What follows belongs to an exercise in optimizing a design on an open flow for small area, a short achievable clock period and few clock cycles per item; a production flow would make more cautious choices. At most, simulation tests tie the RTL to the original design; equivalence was not proved. Function not checked in runs 3 and 4: the RTL went through the layout flow alone. No activity file was given, so power comes from the tool's default toggle rates.

==> design.v <==
module pwm_minp (
    input  wire        clk,
    input  wire        rst,
    input  wire        in_valid,
    output wire        in_ready,
    input  wire [18:0] in_per,
    input  wire [13:0] in_dly_r,
    input  wire [13:0] in_dly_f,
    input  wire [10:0] in_duty_max,
    input  wire        in_clamp,
    input  wire        in_clear,
    input  wire [7:0]  in_ls,
    input  wire [75:0] in_h,
    input  wire [3:0]  in_centre,
    output reg         out_valid,
    output reg  [7:0]  out_ls,
    output reg  [75:0] out_on,
    output reg  [75:0] out_off,
    output reg  [3:0]  out_drop,
    output reg  [3:0]  out_raise
);
    assign in_ready = 1'b1;
    reg        s0_valid;
    reg [18:0] s0_per;
    reg [13:0] s0_dly_r, s0_dly_f;
    reg [10:0] s0_duty_max;
    reg        s0_clamp, s0_clear;
    reg [7:0]  s0_ls;
    reg [75:0] s0_h;
    reg [3:0]  s0_centre;
    always @(posedge clk) begin
        s0_valid    <= in_valid & ~rst;
        s0_per      <= in_per;
        s0_dly_r    <= in_dly_r;
        s0_dly_f    <= in_dly_f;
        s0_duty_max <= in_duty_max;
        s0_clamp    <= in_clamp;
        s0_clear    <= in_clear;
        s0_ls       <= in_ls;
        s0_h        <= in_h;
        s0_centre   <= in_centre;
    end
    wire [18:0] duty_hi;
    pwm_minp_mul u_mul (.d(s0_duty_max[9:0]), .p(s0_per), .y(duty_hi));
    wire [14:0] thr_h0    = 15'd2000 + s0_dly_r;
    wire [14:0] thr_l0    = 15'd2000 + s0_dly_f;
    wire [18:0] pmt0      = s0_per - thr_l0;
    reg        s1_valid;
    reg [18:0] s1_per, s1_max_h, s1_pmt;
    reg [14:0] s1_thr_h;
    reg        s1_full, s1_clamp;
    reg [7:0]  s1_ls;
    reg [75:0] s1_h;
    reg [3:0]  s1_centre;
    always @(posedge clk) begin
        s1_valid  <= s0_valid & ~rst;
        s1_per    <= s0_per;
        s1_max_h  <= duty_hi | (s0_duty_max[10] ? s0_per : 19'd0);
        s1_pmt    <= pmt0;
        s1_thr_h  <= thr_h0;
        s1_full   <= s0_duty_max[10];
        s1_clamp  <= s0_clamp;
        s1_ls     <= s0_ls;
        s1_h      <= s0_h;
        s1_centre <= s0_centre;
    end
    reg [18:0] cv [0:3];         
    reg [3:0]  cf_low;           
    reg [18:0] per_c;            
    reg rst_q;
    always @(posedge clk) rst_q <= rst;
    always @(posedge clk)
        if (s1_valid) per_c <= s1_per;
    wire c_zero = rst_q | (s0_valid & s0_clear);
    reg        s2_valid;
    reg [18:0] s2_per;
    reg [7:0]  s2_ls;
    reg [75:0] s2_h;
    reg [3:0]  s2_centre, s2_drop, s2_raise;
    genvar l;
    generate
        for (l = 0; l < 4; l = l + 1) begin : g_leg
            wire [18:0] h   = s1_h[19*l +: 19];
            wire        sw  = (s1_ls[2*l +: 2] == 2'd0);
            wire [18:0] v   = cv[l];
            wire        f   = cf_low[l];
            wire r_nz    = |h;
            wire r_sh    = r_nz & (h[18:15] == 4'd0) & (h[14:0] < s1_thr_h);
            wire r_isper = (h == s1_per);
            wire r_sl    = (h > s1_pmt) & ~r_isper;
            wire [19:0] x0 = {1'b0, h};
            wire [19:0] x1 = {1'b0, v};
            wire [19:0] x2 = f ? {1'b1, ~per_c} : 20'd0;
            wire [19:0] cs_s = x0 ^ x1 ^ x2;
            wire [19:0] cs_c = (x0 & x1) | (x0 & x2) | (x1 & x2);
            wire [19:0] hc;
            add_bk #(20) u_hc (.a(cs_s), .b({cs_c[18:0], f}), .ci(1'b0), .s(hc), .co());
            wire neg  = hc[19];
            wire over = ~neg & (hc[18:0] > s1_max_h);
            wire nz_c    = ~neg & (|hc[18:0]);
            wire sh_c    = nz_c & (hc[18:15] == 4'd0) & (hc[14:0] < s1_thr_h);
            wire isper_c = ~neg & (hc[18:0] == s1_per);
            wire sl_c    = ~neg & (hc[18:0] > s1_pmt) & ~isper_c;
            wire nz    = over ? r_nz    : nz_c;
            wire sh    = over ? r_sh    : sh_c;
            wire isper = over ? r_isper : isper_c;
            wire sl    = over ? r_sl    : sl_c;
            wire cf    = s1_clamp | over;
            wire dropH  = sh & ~cf;
            wire raiseH = sh & cf;
            wire dropL  = sl & ~cf & s1_full;
            wire raiseL = sl & ~(~cf & s1_full);
            wire [18:0] h1 = over ? h : (neg ? 19'd0 : hc[18:0]);
            wire [18:0] h3 = raiseH ? {4'd0, s1_thr_h} : raiseL ? s1_pmt : h1;
            wire isLow  = ~nz | dropH;
            wire isHigh = isper | dropL;
            always @(posedge clk) begin
                if (c_zero) begin
                    cv[l]     <= 19'd0;
                    cf_low[l] <= 1'b0;
                end else if (s1_valid) begin
                    cv[l]     <= (sw & (dropH | dropL)) ? hc[18:0] : 19'd0;
                    cf_low[l] <= sw & dropL;
                end
            end
            always @(posedge clk) begin
                s2_h[19*l +: 19] <= h3;
                s2_ls[2*l +: 2]  <= ~sw ? s1_ls[2*l +: 2] : isLow ? 2'd1 : isHigh ? 2'd2 : 2'd0;
                s2_drop[l]       <= sw & (dropH | dropL);
                s2_raise[l]      <= sw & (raiseH | raiseL);
            end
        end
    endgenerate
    always @(posedge clk) begin
        s2_valid  <= s1_valid & ~rst;
        s2_per    <= s1_per;
        s2_centre <= s1_centre;
    end
    wire [19:0] per1 = {1'b0, s2_per} + 20'd1;
    generate
        for (l = 0; l < 4; l = l + 1) begin : g_place
            wire [18:0] h3  = s2_h[19*l +: 19];
            wire [1:0]  ls  = s2_ls[2*l +: 2];
            wire [19:0] a   = s2_centre[l] ? per1 : {s2_per, 1'b0};
            wire [19:0] b   = s2_centre[l] ? per1 : 20'd0;
            wire [19:0] son, sof;
            add_bk #(20) u_on  (.a(a), .b({1'b1, ~h3}), .ci(1'b1), .s(son), .co());
            add_bk #(20) u_off (.a(b), .b({1'b0, h3}),  .ci(1'b0), .s(sof), .co());
            always @(posedge clk) begin
                out_ls[2*l +: 2]    <= ls;
                out_on[19*l +: 19]  <= (ls == 2'd0) ? son[19:1] : 19'd0;
                out_off[19*l +: 19] <= (ls == 2'd0) ? sof[19:1] : (ls == 2'd2) ? s2_per : 19'd0;
            end
        end
    endgenerate
    always @(posedge clk) begin
        out_valid <= s2_valid & ~rst;
        out_drop  <= s2_drop;
        out_raise <= s2_raise;
    end
endmodule
module pwm_minp_mul (input [9:0] d, input [18:0] p, output [18:0] y);
    wire [28:0] r [0:9];
    genvar i;
    generate for (i = 0; i < 10; i = i + 1) begin : g_pp
        assign r[i] = d[i] ? ({10'd0, p} << i) : 29'd0;
    end endgenerate
    wire [28:0] a1, b1, a2, b2, a3, b3;      
    pwm_minp_csa29 l1a (r[0], r[1], r[2], a1, b1);
    pwm_minp_csa29 l1b (r[3], r[4], r[5], a2, b2);
    pwm_minp_csa29 l1c (r[6], r[7], r[8], a3, b3);
    wire [28:0] a4, b4, a5, b5;              
    pwm_minp_csa29 l2a (a1, b1, a2, a4, b4);
    pwm_minp_csa29 l2b (b2, a3, b3, a5, b5);
    wire [28:0] a6, b6;                      
    pwm_minp_csa29 l3a (a4, b4, a5, a6, b6);
    wire [28:0] a7, b7;                      
    pwm_minp_csa29 l4a (a6, b6, b5, a7, b7);
    wire [28:0] a8, b8;                      
    pwm_minp_csa29 l5a (a7, b7, r[9], a8, b8);
    wire [28:0] sum;
    add_bk #(29) fin (.a(a8), .b(b8), .ci(1'b0), .s(sum), .co());
    assign y = sum[28:10];
endmodule
module pwm_minp_csa29 (input [28:0] x, y, z, output [28:0] s, output [28:0] c);
    assign s = x ^ y ^ z;
    assign c = {(x[27:0] & y[27:0]) | (x[27:0] & z[27:0]) | (y[27:0] & z[27:0]), 1'b0};
endmodule
module add_bk #(parameter W = 20) (
    input  wire [W-1:0] a,
    input  wire [W-1:0] b,
    input  wire         ci,
    output wire [W-1:0] s,
    output wire         co
);
    localparam LG = (W <= 2) ? 1 : (W <= 4) ? 2 : (W <= 8) ? 3 : (W <= 16) ? 4 : (W <= 32) ? 5 : 6;
    reg [W-1:0] g, p;
    reg [W:0]   c;
    integer i, d;
    wire [W-1:0] p0 = a ^ b;
    wire [W-1:0] g0 = a & b;
    always @* begin
        g = g0;
        p = p0;
        g[0] = g[0] | (p[0] & ci);
        for (d = 1; d < (1 << LG); d = d * 2)
            for (i = 2*d - 1; i < W; i = i + 2*d) begin
                g[i] = g[i] | (p[i] & g[i-d]);
                p[i] = p[i] & p[i-d];
            end
        for (d = (1 << (LG - 1)) / 2; d >= 1; d = d / 2)
            for (i = 3*d - 1; i < W; i = i + 2*d) begin
                g[i] = g[i] | (p[i] & g[i-d]);
                p[i] = p[i] & p[i-d];
            end
        c[0] = ci;
        for (i = 0; i < W; i = i + 1) c[i+1] = g[i];
    end
    assign s  = p0 ^ c[W-1:0];
    assign co = c[W];
endmodule
==> flow/run.sh <==
#!/bin/bash
# The standard layout, with every port buffered by a buf_2 instead of the
# buffer_ports default, and timing repair aiming at 19.5 ns of setup slack.
set -euo pipefail
export BUFFER_PORTS_ARGS="-buffer_cell sky130_fd_sc_hd__buf_2"
export SETUP_SLACK_MARGIN=19.5
bash standard.sh > standard.log 2>&1
==> standard.sh <==
#!/bin/bash
# synth_recipe.tcl (not shown) runs the flow's synth.tcl, then flattens the netlist and writes it again
# the make line also repeats each setting of config.mk as NAME=value (left out here)
make -C /OpenROAD-flow-scripts/flow DESIGN_CONFIG=/design/flow/config.mk WORK_HOME=/design/flow/orfs CLKGATE_MAP_FILE= SYNTH_SCRIPT=/design/flow/synth_recipe.tcl "${@:-finish}"
==> config.mk <==
export PLATFORM = sky130hd
export DESIGN_NAME = pwm_minp
export DESIGN_NICKNAME = pwm_minp
export VERILOG_FILES = /design/flow/design.v
export SDC_FILE = /design/flow/constraint.sdc
export NUM_CORES = 4
export LEC_CHECK = 0
export ABC_AREA = 1
export CAP_MARGIN = 50
export CORE_MARGIN = 2
export CORE_UTILIZATION = 55
export CTS_CLUSTER_DIAMETER = 120
export CTS_CLUSTER_SIZE = 25
export SLEW_MARGIN = 70
==> constraint.sdc <==
create_clock -name core_clock -period 26.0 [get_ports {clk}]
set_input_delay 5.2000 -clock core_clock [delete_from_list [all_inputs] [get_ports {clk}]]
set_output_delay 5.2000 -clock core_clock [all_outputs]
set_load 0.01 [all_outputs]
==> impl_metrics.csv, run 1 <==
group,metric,value,unit
clocking,postCtsHoldBufs,0,
yosys,synth_compound_area_frac,0.0977,
yosys,synth_top_family_by_area,"adder cells",
floorplan,start_util,0.555,
floorplan,die_y,305,um
finish,stdcell_count,7696,
yosys,synth_cell_types,63,
floorplan,die_x,305,um
yosys,async_flop_share,0,
sta,rsz0062_at_grt,"no",
hold_path,worstHoldPathType,"flip-flop to flip-flop",
yosys,synthMuxAreaShare,0,
worst_setup_path,crit_type,"flip-flop to primary output",
global_route,grt-ovfl-total,0,
routing,drt_iter0_drc,4842,
clocking,clk_path_buf_depth,3,
yosys,syn_inst,6199,
yosys,synthAdderAreaFrac,0.291,
yosys,synth_top_area_share,0.272,
sta,setup_viol,0,
sta,fmax,156,MHz
routing,viasPerCell,5.79,
global_route,grt_pass1_wl,271,mm
floorplan,io_pins,321,
floorplan,rows,110,
yosys,netlist_top_cells_area,"dfxtp_1, ha_1, fa_1",
worst_setup_path,cp_max_fo,1,
clocking,cts_made_buffers,38,
global_route,antenna_found_initial,10,
pwr,power.leakage,28.4,nW
routing,ant_nets,0,
sta,hold_viol,0,
global_route,grt_max_degree,43,
place,globalplace.congestion,1.04,
sta,worst_pin_slew,0.525,ns
place,dp_hpwl,145,mm
sta,timing.final.crit_share,0.246,
routing,wl,189,mm
global_route,grt.total_usage,0.396,
worst_setup_path,arrival,1.20,ns
worst_setup_path,start_kind,"flip-flop",
run,maxCapViolCount,0,
sta,drv_slew,0,
finish,drive_above_1_share,0.123,
global_route,grt_pass1_vias,41420,
outcome,status,"timing/DRC/antenna clean",
worst_setup_path,cp_slowest_cell,"dfxtp_1",
pwr,peakVddDrop,0.0672,mV
yosys,synth-simple-area-share,0.194,
worst_setup_path,cp_slowest_stage_delay,0.39,ns
finish,area_growth,10.6,%
yosys,synth_edf_count,19,
yosys,avgSynthCellArea,8.06,um^2
sta,fin_skew,0.0448,ns
yosys,synth_warnings,5,
routing,firstDrtPassIters,8,
sta,fin_setup_tns,0,ns
clocking,cts_sinks,697,
yosys,synth-xor-area-share,0.0424,
yosys,yosys_most_used_dff,"dfxtp_1",
place,port_buffers,319,
worst_setup_path,critPathCaptureType,"primary output",
sta,slew_headroom,0.649,
floorplan,fp.coreArea,90000,um^2
clocking,clkLatencyLatePin,0.68,ns
finish,fill_cells,8313,
yosys,ys_ff_latch,697,
yosys,syn_nets,7303,
yosys,synth_area,50000,um^2
pwr,power_density,82.5,nW/um^2
worst_setup_path,crit_required,20.80,ns
yosys,yosysTopAreaCell,"dfxtp_1",
routing,via_count,44594,
worst_setup_path,worstPathCellList,"buf_2",
clocking,cts_tree,"done",
floorplan,dieArea,93300,um^2
finish,utilization,0.614,
clocking,cts_max_level,2,
yosys,yosysSeqAreaShare,0.283,
place,place_inst,7598,
sta,min_period,6.40,ns
routing,wire_per_inst,24.5,um
clocking,root_buffer,"clkbuf_16",
worst_setup_path,crit_family,"flip-flops",
routing,drc,0,
clocking,path_clk_slew,0.11,ns
worst_setup_path,critPathBufInv,1,
finish,finalNetCount,7592,
path summary, 6_finish.rpt:
| path | startpoint | to | slack [ns] | depth (start not counted) |
|---|---|---|---|---|
| max reg2reg | per_c[0]$_DFFE_PP_ | cv[1][11]$_SDFFE_PP0P_ | 19.83 | 35 |
| min reg2reg | s0_h[66]$_DFF_P_ | s1_h[66]$_DFF_P_ | 0.31 | 0 |
| min | s0_h[66]$_DFF_P_ | s1_h[66]$_DFF_P_ | 0.31 | 0 |
| max | out_drop[2]$_DFF_P_ | out_drop[2] | 19.60 | 1 |
metrics by stage:
stage                     total power [mW]  hold WS, ns  instance area [um^2]  worst slack [ns]
final                                 4.56        0.313                 55200             19.60
after global routing                  4.89        0.327                 55200             19.48
after detailed placement              3.80        0.312                 53500             19.11
after floorplan                       3.00        0.310                 50000             20.45
after global placement                3.72        0.310                 52700             19.17
after CTS                             4.49        0.321                 54800             19.56
logic make-up after synthesis:
family | after synthesis
other | 1
AOI/OAI and AO/OA | 840
buffers and inverters | 1189
DFF | 697
and+or+nand+nor | 2283
xor gates and xnor gates | 236
adders and majority gates | 953
synth_stat cells (all sizes together), types with 5 or more instances:
library cell	number
buf	65
nor2	452
nor4	12
o31ai	5
o22ai	38
edfxtp	19
clkinv	15
o21ai	279
a22oi	20
nand4	135
fa	346
nand3	343
dfxtp	678
a211oi	11
a221oi	18
nand2	1275
xor2	66
inv	988
or2	9
o21a	11
o21bai	62
a21o	47
clkbuf	121
nor3	43
a21oi	307
xnor2	170
a31oi	16
ha	607
a31o	16
power breakdown:
part | switching, mW | internal [mW] | leakage, nW
Combinational | 1.51 | 0.915 | 22.0
Sequential | 0.163 | 1.27 | 5.83
Clock | 0.400 | 0.290 | 0.573
Total | 2.08 | 2.48 | 28.4
layout make-up:
class / instances / area, um^2 / area share
flip-flops and latches: 697 / 14300 / 0.258
well taps: 1176 / 1470 / 0.0266
clock buffers: 44 / 1000 / 0.0182
diodes: 15 / 37.5 / 0.000680
repair buffers: 430 / 2460 / 0.0445
multi-input cells: 4318 / 32000 / 0.579
inverters: 1003 / 3810 / 0.0690
clock inverters: 13 / 186 / 0.00338
placed cells by master (no fill, tap or decap), drive strengths merged, types with 25 or more instances in the layout:
cell    netlist  final
ha          607    607
inv         988    990
xnor2       170    170
nand4       135    135
clkinv       15     25
nand3       343    346
a21o         47     47
a21oi       307    307
nand2      1275   1277
o21ai       279    279
o21bai       62     62
fa          346    346
buf          65    430
o22ai        38     38
clkbuf      121     44
nor2        452    452
dfxtp       678    678
nor3         43     43
xor2         66     66
per-layer routing:
| layer | up-vias | wire, um | track usage |
|---|---|---|---|
| met5 | - | 42 | 0 |
| met4 | 8 | 15200 | 0.266 |
| met3 | 679 | 20200 | 0.0946 |
| met2 | 2500 | 80600 | 0.604 |
| met1 | 20909 | 72800 | 0.499 |
| li1 | 20498 | - | - |
registers in the layout, summed over array words and instances, names as in the netlist, 11 cells and up:
name,count
cv,76
out_off,76
out_on,76
per_c,19
s0_dly_f,14
s0_dly_r,14
s0_duty_max,11
s0_h,76
s0_per,19
s1_h,76
s1_max_h,19
s1_per,19
s1_pmt,19
s1_thr_h,15
s2_h,76
s2_per,19
what timing repair did:
action	in CTS	in global routing
pin swaps	0	7
setup buffers	0	20
resized for setup	6	31
cloned	0	5
setup endpoints to repair	62	161
Testbench counts, summed over its fixed seeds: cycles 32,032, items 32,000.
==> run 2: changes to the inputs <==
==> run.sh (new file) <==
#!/bin/bash
# synth_recipe.tcl (not shown) runs the flow's synth.tcl, then flattens the netlist and writes it again
# the make line also repeats each setting of config.mk as NAME=value (left out here)
make -C /OpenROAD-flow-scripts/flow DESIGN_CONFIG=/design/flow/config.mk WORK_HOME=/design/flow/orfs CLKGATE_MAP_FILE= SYNTH_SCRIPT=/design/flow/synth_recipe.tcl finish
--- a/config.mk
+++ b/config.mk
@@ -8,7 +8,8 @@
 export ABC_AREA = 1
 export CAP_MARGIN = 50
 export CORE_MARGIN = 2
-export CORE_UTILIZATION = 55
+export CORE_UTILIZATION = 40
 export CTS_CLUSTER_DIAMETER = 120
 export CTS_CLUSTER_SIZE = 25
+export SETUP_SLACK_MARGIN = 5
 export SLEW_MARGIN = 70
removed: flow/run.sh
removed: standard.sh
==> run 2 against run 1 <==
Still clean. Global-route usage fell by 8.6 points. Die area rose by 37%. Cell area rose by 3.5%. Maximum frequency fell by 7.1%. Sequential power barely moved. Clock skew fell by 0.0015 ns. First-iteration DRC count fell by 6.1%. Routed wire length rose by 6.4%.
==> impl_metrics.csv, run 2 <==
group,metric,value,unit
finish,drive_above_1_share,0.0693,
routing,wl_met3,20.8,mm
sta,min_period,6.88,ns
clocking,post_cts_resized,0,
pwr,power_density,81.8,nW/um^2
hold_path,min_path_cells,0,
floorplan,die_x,357,um
worst_setup_path,regToRegStartpoint,"per_c[0]$_DFFE_PP_",
pwr,power.share.clock,0.156,
sta,slew_headroom,0.633,
sta,hold_viol,0,
worst_setup_path,cp_slowest_cell,"fa_1",
sta,fmax,145,MHz
routing,wire_per_inst,24.7,um
pwr,pwr-share-seq,0.311,
yosys,synth_edf_count,19,
yosys,synth_warnings,5,
floorplan,io_pins,321,
worst_setup_path,r2r_end,"s2_h[74]$_SDFF_PP0_",
global_route,grt.total_usage,0.310,
floorplan,start_util,0.404,
yosys,synthTopCellsByCount,"nand2_1, inv_1, dfxtp_1, ha_1, nor2_1",
sta,worst_pin_slew,0.546,ns
routing,viasPerCell,5.45,
worst_setup_path,arrival,7.47,ns
worst_setup_path,start_kind,"flip-flop",
yosys,synth_top_area_share,0.272,
pwr,p_sw,2.10,mW
yosys,yosys_most_used_dff,"dfxtp_1",
global_route,grt_max_degree,66,
routing,met1_length,79.1,mm
routing,wl,201,mm
sta,drv_slew,0,
yosys,synth_cell_types,63,
sta,rsz0062_at_grt,"no",
clocking,clkLatencyLatePin,0.68,ns
worst_setup_path,cp_slowest_stage_delay,0.47,ns
pwr,peakVddDrop,0.0557,mV
place,globalplace.congestion,1.03,
worst_setup_path,r2r_setup_slack,19.12,ns
clocking,root_buffer,"clkbuf_16",
hold_path,hold_end,"s1_h[52]$_DFF_P_",
global_route,grt_pass1_wl,287,mm
yosys,yosysTopAreaCell,"dfxtp_1",
yosys,async_flop_share,0,
finish,multi_input_area,31800,um^2
global_route,grt_pass1_vias,42528,
finish,regArea,14300,um^2
worst_setup_path,crit_required,26.59,ns
finish,fill_cells,12369,
floorplan,die_y,357,um
sta,timing.final.crit_share,0.265,
sta,fin_setup_tns,0,ns
yosys,synth_area,50000,um^2
clocking,cts_tree,"done",
routing,drt_iter0_drc,4547,
yosys,netlist_top_cells_area,"dfxtp_1, ha_1, fa_1",
clocking,post_cts_buffers,0,
routing,met2WireLength,85.2,mm
clocking,clk_path_buf_depth,3,
global_route,grt-ovfl-total,0,
finish,finalNetCount,7563,
routing,drc,0,
yosys,avgSynthCellArea,8.06,um^2
worst_setup_path,rr_worst_depth,34,
routing,firstDrtPassIters,8,
worst_setup_path,crit_type,"flip-flop to flip-flop",
finish,layout_commonest_cell,"nand2_1",
yosys,ys_ff_latch,697,
clocking,path_clk_slew,0.11,ns
place,port_buffers,319,
routing,dr.max_layer_used,"met5",
finish,area_growth,14.4,%
finish,utilization,0.462,
clocking,postCtsHoldBufs,0,
worst_setup_path,critPathCaptureType,"flip-flop",
outcome,status,"timing/DRC/antenna clean",
pwr,power.leakage,28.1,nW
run,maxCapViolCount,0,
finish,final_cell_mix,"nand2_1, inv_1, ha_1",
sta,setup_viol,0,
clocking,cts_made_buffers,39,
pwr,comb_power_share,0.533,
floorplan,fp.coreArea,124000,um^2
pwr,intPower,2.57,mW
hold_path,worstHoldPathType,"flip-flop to flip-flop",
hold_path,hp-start,"s0_h[52]$_DFF_P_",
yosys,yosysSeqAreaShare,0.283,
global_route,antenna_found_initial,13,
sta,fin_skew,0.0432,ns
worst_setup_path,cp_max_fo,42,
routing,ant_nets,0,
clocking,cts_sinks,697,
pwr,swShare,0.450,
floorplan,rows,129,
yosys,syn_inst,6199,
clocking,cts_max_level,2,
place,dp_hpwl,154,mm
routing,via_count,44245,
yosys,yosysMostFrequentCell,"nand2_1",
yosys,syn_nets,7303,
floorplan,dieArea,128000,um^2
run 2: critical path, delay by kind of cell (launching register included):
| kind | cells | cell delay [ns] |
|---|---|---|
| simple gates | 17 | 2.56 |
| fa+ha+maj | 5 | 1.85 |
| buf+inv | 8 | 1.22 |
| xor+xnor | 1 | 0.40 |
| flops | 1 | 0.38 |
| compound gates | 3 | 0.36 |
run 2: cells by family (layout without fill, tap and decap cells):
family | after synthesis | in the layout | synth area share
flops | 697 | 697 | 0.283
other cells | 1 | 11 | 0.0000751
xor+xnor | 236 | 236 | 0.0424
compound gates | 840 | 840 | 0.0977
simple gates | 2283 | 2283 | 0.194
fa+ha+maj | 953 | 953 | 0.291
buf+inv | 1189 | 1466 | 0.0921
run 2: worst max-delay path by stage:
stage	startpoint	to	slack, ns	cells after the start
6_report	per_c[0]$_DFFE_PP_	s2_h[74]$_SDFF_PP0_	19.12	34
5_1_grt	per_c[0]$_DFFE_PP_	s2_h[74]$_SDFF_PP0_	18.70	32
4_1_cts	out_off[13]$_DFF_P_	out_off[13]	19.12	1
3_5_place_dp	per_c[0]$_DFFE_PP_	s2_h[75]$_SDFF_PP0_	19.30	32
3_3_place_gp	cf_low[0]$_SDFFE_PP0P_	s2_h[17]$_SDFF_PP0_	19.04	30
2_1_floorplan	s0_duty_max[3]$_DFF_P_	s1_max_h[17]$_DFF_P_	20.45	24
run 2: per-layer routing:
| layer | up-vias | global-route usage |
|---|---|---|
| met5 | - | 0.00519 |
| met4 | 14 | 0.199 |
| met3 | 637 | 0.0761 |
| met2 | 2329 | 0.473 |
| met1 | 20863 | 0.391 |
| li1 | 20402 | - |
run 2: layout make-up:
class	instances	area share
multi-input cells	4313	0.557
flip-flops and latches	697	0.250
repair buffers	405	0.0688
inverters	1003	0.0666
well taps	1637	0.0358
clock buffers	41	0.0176
clock inverters	17	0.00460
diodes	10	0.000438
run 2: through the flow:
stage	instances	instance area, um^2	hold slack, ns	setup slack, ns	power, mW
after floorplan	6199	50000	0.310	20.45	3.00
after global placement	8032	54900	0.310	19.04	3.83
after detailed placement	8053	55800	0.312	19.30	3.92
after CTS	8111	57000	0.332	19.12	4.65
after global routing	8113	57100	0.333	18.70	5.03
final	8123	57200	0.322	19.12	4.67
run 2: power groups by stage:
stage / clock [mW] / combinational (mW) / sequential (mW)
6_report: 0.730 / 2.49 / 1.45
3_5_place_dp: 0 / 2.44 / 1.48
5_1_grt: 0.787 / 2.77 / 1.47
2_1_floorplan: 0 / 1.58 / 1.42
4_1_cts: 0.752 / 2.45 / 1.45
3_3_place_gp: 0 / 2.36 / 1.47
==> run 3: changes to the inputs <==
--- a/design.v
+++ b/design.v
@@ -55,7 +55,7 @@
     always @(posedge clk) begin
         s1_valid  <= s0_valid & ~rst;
         s1_per    <= s0_per;
-        s1_max_h  <= duty_hi | (s0_duty_max[10] ? s0_per : 19'd0);
+        s1_max_h  <= s0_duty_max[10] ? s0_per : duty_hi;
         s1_pmt    <= pmt0;
         s1_thr_h  <= thr_h0;
         s1_full   <= s0_duty_max[10];
@@ -136,20 +136,25 @@
         s2_per    <= s1_per;
         s2_centre <= s1_centre;
     end
-    wire [19:0] per1 = {1'b0, s2_per} + 20'd1;
+    wire [17:0] phalf = s2_per[18:1] + {17'd0, s2_per[0]};
     generate
         for (l = 0; l < 4; l = l + 1) begin : g_place
             wire [18:0] h3  = s2_h[19*l +: 19];
+            wire [17:0] q   = h3[18:1];
+            wire        r   = h3[0];
             wire [1:0]  ls  = s2_ls[2*l +: 2];
-            wire [19:0] a   = s2_centre[l] ? per1 : {s2_per, 1'b0};
-            wire [19:0] b   = s2_centre[l] ? per1 : 20'd0;
-            wire [19:0] son, sof;
-            add_bk #(20) u_on  (.a(a), .b({1'b1, ~h3}), .ci(1'b1), .s(son), .co());
-            add_bk #(20) u_off (.a(b), .b({1'b0, h3}),  .ci(1'b0), .s(sof), .co());
+            wire        c   = s2_centre[l];
+            wire [18:0] t   = c ? {1'b0, phalf} : s2_per;
+            wire        bo  = r & (~c | s2_per[0]);
+            wire [17:0] u   = c ? phalf : 18'd0;
+            wire        ci  = c & r & ~s2_per[0];
+            wire [18:0] son, sof;
+            add_bk #(19) u_on  (.a(t), .b({1'b1, ~q}), .ci(~bo), .s(son), .co());
+            add_bk #(19) u_off (.a({1'b0, u}), .b({1'b0, q}), .ci(ci), .s(sof), .co());
             always @(posedge clk) begin
                 out_ls[2*l +: 2]    <= ls;
-                out_on[19*l +: 19]  <= (ls == 2'd0) ? son[19:1] : 19'd0;
-                out_off[19*l +: 19] <= (ls == 2'd0) ? sof[19:1] : (ls == 2'd2) ? s2_per : 19'd0;
+                out_on[19*l +: 19]  <= (ls == 2'd0) ? son : 19'd0;
+                out_off[19*l +: 19] <= (ls == 2'd0) ? sof : (ls == 2'd2) ? s2_per : 19'd0;
             end
         end
     endgenerate
@@ -163,7 +168,7 @@
     wire [28:0] r [0:9];
     genvar i;
     generate for (i = 0; i < 10; i = i + 1) begin : g_pp
-        assign r[i] = d[i] ? ({10'd0, p} << i) : 29'd0;
+        assign r[i] = (d[i] | (i == 9)) ? ({10'd0, p} << i) : 29'd0;
     end endgenerate
     wire [28:0] a1, b1, a2, b2, a3, b3;      
     pwm_minp_csa29 l1a (r[0], r[1], r[2], a1, b1);
==> flow/run.sh (new file) <==
#!/bin/bash
# The standard layout, with every port buffered by a buf_1 instead of the
# buffer_ports default, and timing repair aiming at 19.5 ns of setup slack.
set -euo pipefail
export BUFFER_PORTS_ARGS="-buffer_cell sky130_fd_sc_hd__buf_1"
export SETUP_SLACK_MARGIN=19.5
bash standard.sh > standard.log 2>&1
==> standard.sh (new file) <==
#!/bin/bash
# synth_recipe.tcl (not shown) runs the flow's synth.tcl, then flattens the netlist and writes it again
# the make line also repeats each setting of config.mk as NAME=value (left out here)
make -C /OpenROAD-flow-scripts/flow DESIGN_CONFIG=/design/flow/config.mk WORK_HOME=/design/flow/orfs CLKGATE_MAP_FILE= SYNTH_SCRIPT=/design/flow/synth_recipe.tcl "${@:-finish}"
--- a/config.mk
+++ b/config.mk
@@ -6,10 +6,9 @@
 export NUM_CORES = 4
 export LEC_CHECK = 0
 export ABC_AREA = 1
-export CAP_MARGIN = 50
+export CAP_MARGIN = 20
 export CORE_MARGIN = 2
 export CORE_UTILIZATION = 40
 export CTS_CLUSTER_DIAMETER = 120
 export CTS_CLUSTER_SIZE = 25
-export SETUP_SLACK_MARGIN = 5
-export SLEW_MARGIN = 70
+export SLEW_MARGIN = 30
removed: run.sh
==> run 3 against run 2 <==
Largest cell class unchanged. Clock power down 2%. Highest routed layer unchanged. Routed wire length shrank 3.5%. Maximum frequency grew 6.4%. Non-clock buffer count is 23 lower. Sequential share of layout area is 0.79 points higher. Register-to-register slack better by 0.63 ns.
==> impl_metrics.csv, run 3 <==
group,metric,value,unit
floorplan,io_pins,321,
sta,timing.final.crit_share,0.249,
global_route,grt_pass1_wl,275,mm
run,maxCapViolCount,0,
routing,drt_iter0_drc,4854,
pwr,power_density,84.4,nW/um^2
yosys,syn_nets,7423,
sta,fin_skew,0.0371,ns
finish,finalNetCount,7674,
yosys,synthTopCellsByCount,"nand2_1, inv_1, dfxtp_1, ha_1, nor2_1",
place,port_buffers,318,
yosys,async_flop_share,0,
hold_path,worstHoldPathType,"flip-flop to flip-flop",
clocking,cts_max_level,2,
worst_setup_path,cp_slowest_cell,"dfxtp_1",
finish,drive_above_1_share,0.0410,
sta,worst_pin_slew,1.12,ns
yosys,synth_cell_types,59,
yosys,syn_inst,6318,
sta,fin_setup_tns,0,ns
floorplan,rows,129,
worst_setup_path,critPathCaptureType,"primary output",
sta,slew_headroom,0.252,
clocking,clkLatencyLatePin,0.66,ns
routing,drc,0,
finish,utilization,0.443,
place,globalplace.congestion,1.02,
floorplan,start_util,0.404,
pwr,peakVddDrop,0.0595,mV
place,dp_hpwl,144,mm
worst_setup_path,critPathBufInv,1,
worst_setup_path,cp_slowest_stage_delay,0.43,ns
sta,setup_viol,0,
worst_setup_path,crit_type,"flip-flop to primary output",
clocking,clk_path_buf_depth,3,
yosys,synthMuxAreaShare,0,
clocking,path_clk_slew,0.10,ns
yosys,synth_edf_count,19,
outcome,status,"timing/DRC/antenna clean",
yosys,netlist_top_cells_area,"dfxtp_1, ha_1, fa_1",
global_route,grt_max_degree,50,
sta,min_period,6.47,ns
sta,fmax,155,MHz
worst_setup_path,crit_family,"flip-flops",
yosys,yosysSeqAreaShare,0.282,
routing,wl,194,mm
routing,firstDrtPassIters,6,
yosys,synthAdderAreaFrac,0.290,
sta,rsz0062_at_grt,"yes",
yosys,synth_area,50100,um^2
yosys,synth-xor-area-share,0.0407,
yosys,synth_top_area_share,0.271,
floorplan,fp.coreArea,124000,um^2
floorplan,die_x,358,um
routing,viasPerCell,5.37,
clocking,root_buffer,"clkbuf_16",
clocking,cts_sinks,696,
floorplan,die_y,358,um
sta,hold_viol,0,
worst_setup_path,arrival,1.27,ns
pwr,power.leakage,27.4,nW
routing,ant_nets,0,
yosys,synth_top_family_by_area,"adder cells",
routing,via_count,44224,
yosys,yosysTopAreaCell,"dfxtp_1",
finish,fill_cells,12583,
yosys,synth_warnings,6,
yosys,synth-simple-area-share,0.201,
yosys,yosys_most_used_dff,"dfxtp_1",
yosys,synth_compound_area_frac,0.0905,
finish,area_growth,9.54,%
clocking,postCtsHoldBufs,0,
global_route,antenna_found_initial,8,
global_route,grt-ovfl-total,0,
yosys,avgSynthCellArea,7.93,um^2
routing,wire_per_inst,23.6,um
clocking,cts_made_buffers,39,
sta,drv_slew,0,
yosys,yosysMostFrequentCell,"nand2_1",
worst_setup_path,cp_max_fo,1,
global_route,grt.total_usage,0.294,
worst_setup_path,crit_required,20.80,ns
finish,final_cell_mix,"nand2_1, inv_1, dfxtp_1",
finish,layout_commonest_cell,"nand2_1",
worst_setup_path,start_kind,"flip-flop",
yosys,ys_ff_latch,696,
worst_setup_path,worstPathCellList,"buf_1",
clocking,cts_tree,"done",
floorplan,dieArea,128000,um^2
global_route,grt_pass1_vias,41538,
[run 3: cell types whose count changed after synthesis, sizes merged, moves of 9 or more]
| cell | previous run | this run |
|---|---|---|
| nand4 | 135 | 117 |
| a21o | 47 | 25 |
| xnor2 | 170 | 152 |
| nor2 | 452 | 477 |
| inv | 988 | 1032 |
| buf | 65 | 76 |
| xor2 | 66 | 80 |
| o21ai | 279 | 251 |
| a221oi | 18 | 9 |
| a21oi | 307 | 343 |
| clkbuf | 121 | 109 |
| nand2 | 1275 | 1383 |
[run 3: cells by family after synthesis]
kind of cell,Yosys count
xor+xnor,232
buf+inv,1228
fa+ha+maj,954
other cells,1
compound gates,803
flops,696
simple gates,2404
[run 3: stage by stage]
step / power (mW) / setup slack, ns / instances / cell area [um^2] / hold slack, ns
3_5_place_dp: 3.84 / 18.71 / 8138 / 52900 / 0.312
4_1_cts: 4.57 / 19.52 / 8201 / 54300 / 0.314
3_3_place_gp: 3.78 / 18.70 / 8138 / 52900 / 0.311
6_report: 4.63 / 19.53 / 8234 / 54900 / 0.317
2_1_floorplan: 3.08 / 20.47 / 6318 / 50100 / 0.310
5_1_grt: 5.02 / 19.47 / 8224 / 54900 / 0.313
[run 3: area by class of cell]
type | count | area (um^2) | share of cell area
multi-input combinational | 4405 | 31700 | 0.578
sequential | 696 | 14100 | 0.258
inverter | 1043 | 3950 | 0.0719
tap | 1637 | 2050 | 0.0373
timing repair buffer | 382 | 1710 | 0.0312
clock buffer | 46 | 1050 | 0.0192
clock inverter | 13 | 206 | 0.00376
antenna | 10 | 25.0 | 0.000456
timing repair inverter | 2 | 15.0 | 0.000274
[run 3: per-layer routing]
| layer | GRT usage | up-vias | part of all wire |
|---|---|---|---|
| met5 | 0 | - | 0.00032 |
| met3 | 0.0567 | 573 | 0.098 |
| met2 | 0.459 | 2319 | 0.43 |
| met4 | 0.180 | 10 | 0.072 |
| met1 | 0.376 | 20702 | 0.40 |
| li1 | - | 20620 | - |
[run 3: power breakdown]
part           switching (mW)  leakage (nW)  internal [mW]  total, mW
combinational            1.58          21.0          0.891       2.47
clock                   0.412         0.611          0.305      0.717
sequential              0.172          5.82           1.28       1.45
total                    2.16          27.4           2.47       4.63
[run 3: repair_timing]
item                                    4_1_cts  5_1_grt
gates cloned                                  1       12
buffers inserted                              3       11
resized for setup                            28       79
pin swaps                                     1       17
endpoints found under the setup margin      165      167
[run 3: final timing paths]
kind / startpoint / endpoint / slack [ns] / depth (start not counted)
worst max register to register: per_c[0]$_DFFE_PP_ / s2_drop[0]$_DFF_P_ / 19.75 / 32
worst max-delay path: out_raise[0]$_DFF_P_ / out_raise[0] / 19.53 / 1
worst min register to register: s0_h[16]$_DFF_P_ / s1_h[16]$_DFF_P_ / 0.32 / 0
worst min-delay path: s0_h[16]$_DFF_P_ / s1_h[16]$_DFF_P_ / 0.32 / 0
==> run 4: changes to the inputs <==
--- a/design.v
+++ b/design.v
@@ -55,7 +55,7 @@
     always @(posedge clk) begin
         s1_valid  <= s0_valid & ~rst;
         s1_per    <= s0_per;
-        s1_max_h  <= s0_duty_max[10] ? s0_per : duty_hi;
+        s1_max_h  <= duty_hi | (s0_duty_max[10] ? s0_per : 19'd0);
         s1_pmt    <= pmt0;
         s1_thr_h  <= thr_h0;
         s1_full   <= s0_duty_max[10];
@@ -84,33 +84,29 @@
             wire        sw  = (s1_ls[2*l +: 2] == 2'd0);
             wire [18:0] v   = cv[l];
             wire        f   = cf_low[l];
-            wire r_nz    = |h;
-            wire r_sh    = r_nz & (h[18:15] == 4'd0) & (h[14:0] < s1_thr_h);
-            wire r_isper = (h == s1_per);
-            wire r_sl    = (h > s1_pmt) & ~r_isper;
-            wire [19:0] x0 = {1'b0, h};
-            wire [19:0] x1 = {1'b0, v};
-            wire [19:0] x2 = f ? {1'b1, ~per_c} : 20'd0;
-            wire [19:0] cs_s = x0 ^ x1 ^ x2;
-            wire [19:0] cs_c = (x0 & x1) | (x0 & x2) | (x1 & x2);
+            wire [20:0] x0 = {2'b00, h};
+            wire [20:0] x1 = {2'b00, v};
+            wire [20:0] x2 = f ? {2'b11, ~per_c} : 21'd0;
+            wire [20:0] s1 = x0 ^ x1 ^ x2;
+            wire [20:0] c1 = {(x0[19:0] & x1[19:0]) | (x0[19:0] & x2[19:0]) | (x1[19:0] & x2[19:0]), f};
             wire [19:0] hc;
-            add_bk #(20) u_hc (.a(cs_s), .b({cs_c[18:0], f}), .ci(1'b0), .s(hc), .co());
-            wire neg  = hc[19];
-            wire over = ~neg & (hc[18:0] > s1_max_h);
-            wire nz_c    = ~neg & (|hc[18:0]);
-            wire sh_c    = nz_c & (hc[18:15] == 4'd0) & (hc[14:0] < s1_thr_h);
-            wire isper_c = ~neg & (hc[18:0] == s1_per);
-            wire sl_c    = ~neg & (hc[18:0] > s1_pmt) & ~isper_c;
-            wire nz    = over ? r_nz    : nz_c;
-            wire sh    = over ? r_sh    : sh_c;
-            wire isper = over ? r_isper : isper_c;
-            wire sl    = over ? r_sl    : sl_c;
-            wire cf    = s1_clamp | over;
+            add_bk #(20) u_hc (.a(s1[19:0]), .b(c1[19:0]), .ci(1'b0), .s(hc), .co());
+            wire neg = hc[19];
+            wire [20:0] x3 = {2'b11, ~s1_max_h};
+            wire [20:0] s2 = s1 ^ c1 ^ x3;
+            wire [20:0] c2 = {(s1[19:0] & c1[19:0]) | (s1[19:0] & x3[19:0]) | (c1[19:0] & x3[19:0]), 1'b0};
+            wire [20:0] d2 = s2 + c2;
+            wire over = ~d2[20];
+            wire [18:0] h1    = over ? h : (neg ? 19'd0 : hc[18:0]);
+            wire        nz    = |h1;
+            wire        sh    = nz & (h1[18:15] == 4'd0) & (h1[14:0] < s1_thr_h);
+            wire        isper = (h1 == s1_per);
+            wire        sl    = (h1 > s1_pmt) & ~isper;
+            wire        cf    = s1_clamp | over;
             wire dropH  = sh & ~cf;
             wire raiseH = sh & cf;
             wire dropL  = sl & ~cf & s1_full;
             wire raiseL = sl & ~(~cf & s1_full);
-            wire [18:0] h1 = over ? h : (neg ? 19'd0 : hc[18:0]);
             wire [18:0] h3 = raiseH ? {4'd0, s1_thr_h} : raiseL ? s1_pmt : h1;
             wire isLow  = ~nz | dropH;
             wire isHigh = isper | dropL;
@@ -136,25 +132,20 @@
         s2_per    <= s1_per;
         s2_centre <= s1_centre;
     end
-    wire [17:0] phalf = s2_per[18:1] + {17'd0, s2_per[0]};
+    wire [19:0] per1 = {1'b0, s2_per} + 20'd1;
     generate
         for (l = 0; l < 4; l = l + 1) begin : g_place
             wire [18:0] h3  = s2_h[19*l +: 19];
-            wire [17:0] q   = h3[18:1];
-            wire        r   = h3[0];
             wire [1:0]  ls  = s2_ls[2*l +: 2];
-            wire        c   = s2_centre[l];
-            wire [18:0] t   = c ? {1'b0, phalf} : s2_per;
-            wire        bo  = r & (~c | s2_per[0]);
-            wire [17:0] u   = c ? phalf : 18'd0;
-            wire        ci  = c & r & ~s2_per[0];
-            wire [18:0] son, sof;
-            add_bk #(19) u_on  (.a(t), .b({1'b1, ~q}), .ci(~bo), .s(son), .co());
-            add_bk #(19) u_off (.a({1'b0, u}), .b({1'b0, q}), .ci(ci), .s(sof), .co());
+            wire [19:0] a   = s2_centre[l] ? per1 : {s2_per, 1'b0};
+            wire [19:0] b   = s2_centre[l] ? per1 : 20'd0;
+            wire [19:0] son, sof;
+            add_bk #(20) u_on  (.a(a), .b({1'b1, ~h3}), .ci(1'b1), .s(son), .co());
+            add_bk #(20) u_off (.a(b), .b({1'b0, h3}),  .ci(1'b0), .s(sof), .co());
             always @(posedge clk) begin
                 out_ls[2*l +: 2]    <= ls;
-                out_on[19*l +: 19]  <= (ls == 2'd0) ? son : 19'd0;
-                out_off[19*l +: 19] <= (ls == 2'd0) ? sof : (ls == 2'd2) ? s2_per : 19'd0;
+                out_on[19*l +: 19]  <= (ls == 2'd0) ? son[19:1] : 19'd0;
+                out_off[19*l +: 19] <= (ls == 2'd0) ? sof[19:1] : (ls == 2'd2) ? s2_per : 19'd0;
             end
         end
     endgenerate
@@ -168,7 +159,7 @@
     wire [28:0] r [0:9];
     genvar i;
     generate for (i = 0; i < 10; i = i + 1) begin : g_pp
-        assign r[i] = (d[i] | (i == 9)) ? ({10'd0, p} << i) : 29'd0;
+        assign r[i] = d[i] ? ({10'd0, p} << i) : 29'd0;
     end endgenerate
     wire [28:0] a1, b1, a2, b2, a3, b3;      
     pwm_minp_csa29 l1a (r[0], r[1], r[2], a1, b1);
==> run 4 against run 3 <==
Maximum frequency up 1.1%. Clock skew up 0.0073 ns. Global-route usage down 0.45 points. Die area down 3.3%. First-iteration DRC count down 21%. Via count down 8.0%. Critical path type unchanged. Critical endpoint is now out_off[37]. Highest routed layer unchanged.
==> impl_metrics.csv, run 4 <==
group,metric,value,unit
outcome,status,"timing/DRC/antenna clean",
worst_setup_path,r2r_end,"cv[0][7]$_SDFFE_PP0P_",
clocking,cts_tree,"done",
yosys,async_flop_share,0,
place,globalplace.congestion,1.00,
routing,wl,182,mm
clocking,postCtsHoldBufs,0,
routing,via_count,40671,
finish,layout_commonest_cell,"nand2_1",
worst_setup_path,rr_worst_depth,42,
yosys,yosysTopAreaCell,"dfxtp_1",
worst_setup_path,crit_required,20.80,ns
clocking,cts_max_level,2,
global_route,grt_max_degree,61,
sta,slew_headroom,0.303,
routing,drc,0,
yosys,syn_nets,6910,
clocking,cts_sinks,697,
place,dpl-instance-area,50900,um^2
yosys,synthTopCellsByCount,"nand2_1, inv_1, dfxtp_1, ha_1, fa_1",
worst_setup_path,arrival,1.20,ns
worst_setup_path,start_kind,"flip-flop",
pwr,power_density,89.5,nW/um^2
worst_setup_path,critPathBufInv,1,
clocking,clk_path_buf_depth,3,
worst_setup_path,cp_slowest_stage_delay,0.36,ns
run,maxCapViolCount,0,
floorplan,die_y,352,um
yosys,netlist_top_cells_area,"dfxtp_1, fa_1, ha_1",
place,dp_hpwl,142,mm
pwr,power,4.90,mW
yosys,syn_inst,5866,
worst_setup_path,cp_max_fo,1,
finish,drive_above_1_share,0.0989,
routing,drt_iter0_drc,3818,
finish,stdcell_count,7850,
routing,viasPerCell,5.18,
place,port_buffers,319,
sta,hold_viol,0,
yosys,synth_cell_types,64,
clocking,root_buffer,"clkbuf_16",
worst_setup_path,endpoint,"out_off[37]",
yosys,synth_edf_count,19,
floorplan,io_pins,321,
finish,final_cell_mix,"nand2_1, inv_1, dfxtp_1",
worst_setup_path,regToRegStartpoint,"per_c[0]$_DFFE_PP_",
worst_setup_path,cp_slowest_cell,"dfxtp_1",
global_route,grt.total_usage,0.290,
pwr,peakVddDrop,0.0747,mV
floorplan,start_util,0.403,
hold_path,worstHoldPathType,"flip-flop to flip-flop",
yosys,synth_warnings,5,
sta,timing.final.crit_share,0.246,
floorplan,dieArea,124000,um^2
worst_setup_path,crit_type,"flip-flop to primary output",
sta,setup_viol,0,
finish,finalNetCount,7265,
floorplan,die_x,352,um
floorplan,rows,127,
yosys,synth_area,48400,um^2
yosys,ys_ff_latch,697,
floorplan,fp.coreArea,120000,um^2
yosys,synth_top_area_share,0.280,
sta,worst_pin_slew,1.04,ns
routing,firstDrtPassIters,7,
clocking,cts_made_buffers,39,
sta,fin_setup_tns,0,ns
global_route,grt-ovfl-total,0,
sta,fin_skew,0.0444,ns
worst_setup_path,crit_family,"flip-flops",
worst_setup_path,cp.depth,1,
worst_setup_path,worstPathCellList,"buf_1",
finish,fin_area,54700,um^2
routing,wire_per_inst,23.2,um
routing,ant_nets,0,
global_route,grt_pass1_wl,261,mm
pwr,power.leakage,27.5,nW
global_route,antenna_found_initial,6,
yosys,yosysMostFrequentCell,"nand2_1",
sta,rsz0062_at_grt,"yes",
clocking,path_clk_slew,0.10,ns
worst_setup_path,r2r_setup_slack,19.60,ns
place,place_inst,7667,
sta,drv_slew,0,
yosys,avgSynthCellArea,8.25,um^2
global_route,grt_pass1_vias,38820,
yosys,yosys_most_used_dff,"dfxtp_1",
sta,min_period,6.40,ns
finish,area_growth,13.0,%
worst_setup_path,critPathCaptureType,"primary output",
sta,fmax,156,MHz
worst_setup_path,startpoint,"out_off[37]$_DFF_P_",
yosys,yosysSeqAreaShare,0.292,
clocking,clkLatencyLatePin,0.68,ns
[run 4: changes by cell type in the layout (fill, tap and decap cells not counted), moves of 60 or more]
cell,previous run,this run
nand3_1,339,263
ha_1,608,456
nand2_2,15,75
inv_1,1007,1107
nor2_1,461,308
a21oi_1,341,243
o21ai_0,235,90
fa_1,342,411
nand2_1,1349,1224
[run 4: layout make-up]
cell class,instances,area (um^2)
clock inverter,12,186
antenna,2,5.00
inverter,1172,4480
fill,11926,65300
timing repair buffer,447,2340
timing repair inverter,1,8.76
sequential,697,14200
clock buffer,44,1000
tap,1612,2020
multi-input combinational,3863,30500
[run 4: kinds of logic (layout without fill, tap and decap cells)]
kind of cell    count (synthesis)  count (layout)  share of synthesized area
compound gates                713             713                     0.0908
xor+xnor                      137             137                     0.0248
fa+ha+maj                     893             893                      0.296
simple gates                 2093            2119                      0.187
buf+inv                      1332            1676                      0.110
flops                         697             697                      0.292
other cells                     1               3                  0.0000775
[run 4: worst min-delay path by stage]
| stage | slack, ns | depth (start not counted) | endpoint | start |
|---|---|---|---|---|
| 3_3_place_gp | 0.31 | 0 | s1_h[7]$_DFF_P_ | s0_h[7]$_DFF_P_ |
| 5_1_grt | 0.33 | 0 | s1_h[62]$_DFF_P_ | s0_h[62]$_DFF_P_ |
| 3_5_place_dp | 0.31 | 0 | s1_h[38]$_DFF_P_ | s0_h[38]$_DFF_P_ |
| 2_1_floorplan | 0.31 | 0 | out_drop[0]$_DFF_P_ | s2_drop[0]$_DFF_P_ |
| 4_1_cts | 0.33 | 0 | s1_h[62]$_DFF_P_ | s0_h[62]$_DFF_P_ |
| 6_report | 0.31 | 0 | s1_h[72]$_DFF_P_ | s0_h[72]$_DFF_P_ |
[run 4: metal layers]
metal,global-route usage,wire length (um),vias up
li1,-,-,19048
met2,0.454,79900,1796
met5,0,40,-
met4,0.145,10900,6
met1,0.395,77000,19420
met3,0.0341,14500,401
[run 4: timing repair]
action                                  4_1_cts  5_1_grt
buffers inserted                             46       51
endpoints found under the setup margin      172      177
resized for setup                           112      218
pin swaps                                    31       97
gates cloned                                 16       12
[run 4: metrics by stage]
step	hold slack (ns)	worst slack, ns	util
floorplan	0.310	19.66	-
CTS	0.326	19.45	0.444
finish	0.312	19.60	0.456
global route	0.331	19.35	0.456
detailed placement	0.312	18.10	0.425
global placement	0.311	18.18	0.425
[run 4: power by group]
group          internal, mW  total (mW)  switching, mW
Clock                 0.293       0.703          0.410
Combinational          1.02        2.65           1.63
Sequential             1.29        1.55          0.262

[afterwards: timing with drivers on the ports]
In the flow no input, the clock included, has a driving cell. The finished layouts below were timed again as built, in two steps. Step 1: set_driving_cell puts a clkbuf_16 on clk and a buf_2 on each other input, an assumption about the parent block. Step 2 also shifts input and output timing later by t, the mid clock arrival at the registers, as if the neighbouring blocks saw the same clock. Three values: no drivers, after step 1, after step 2; two values: the first two.
run | t, ns | setup slack, ns | worst register clock-pin slew, ns
run 1 | 0.728 | 19.605 / 19.531 / 19.825 | 0.12 / 0.12
run 2 | 0.732 | 19.117 / 19.094 / 19.117 | 0.12 / 0.12
run 3 | 0.726 | 19.531 / 19.456 / 19.753 | 0.11 / 0.11
run 4 | 0.732 | 19.601 / 19.525 / 19.602 | 0.11 / 0.11
After both steps every run listed still meets setup and hold.
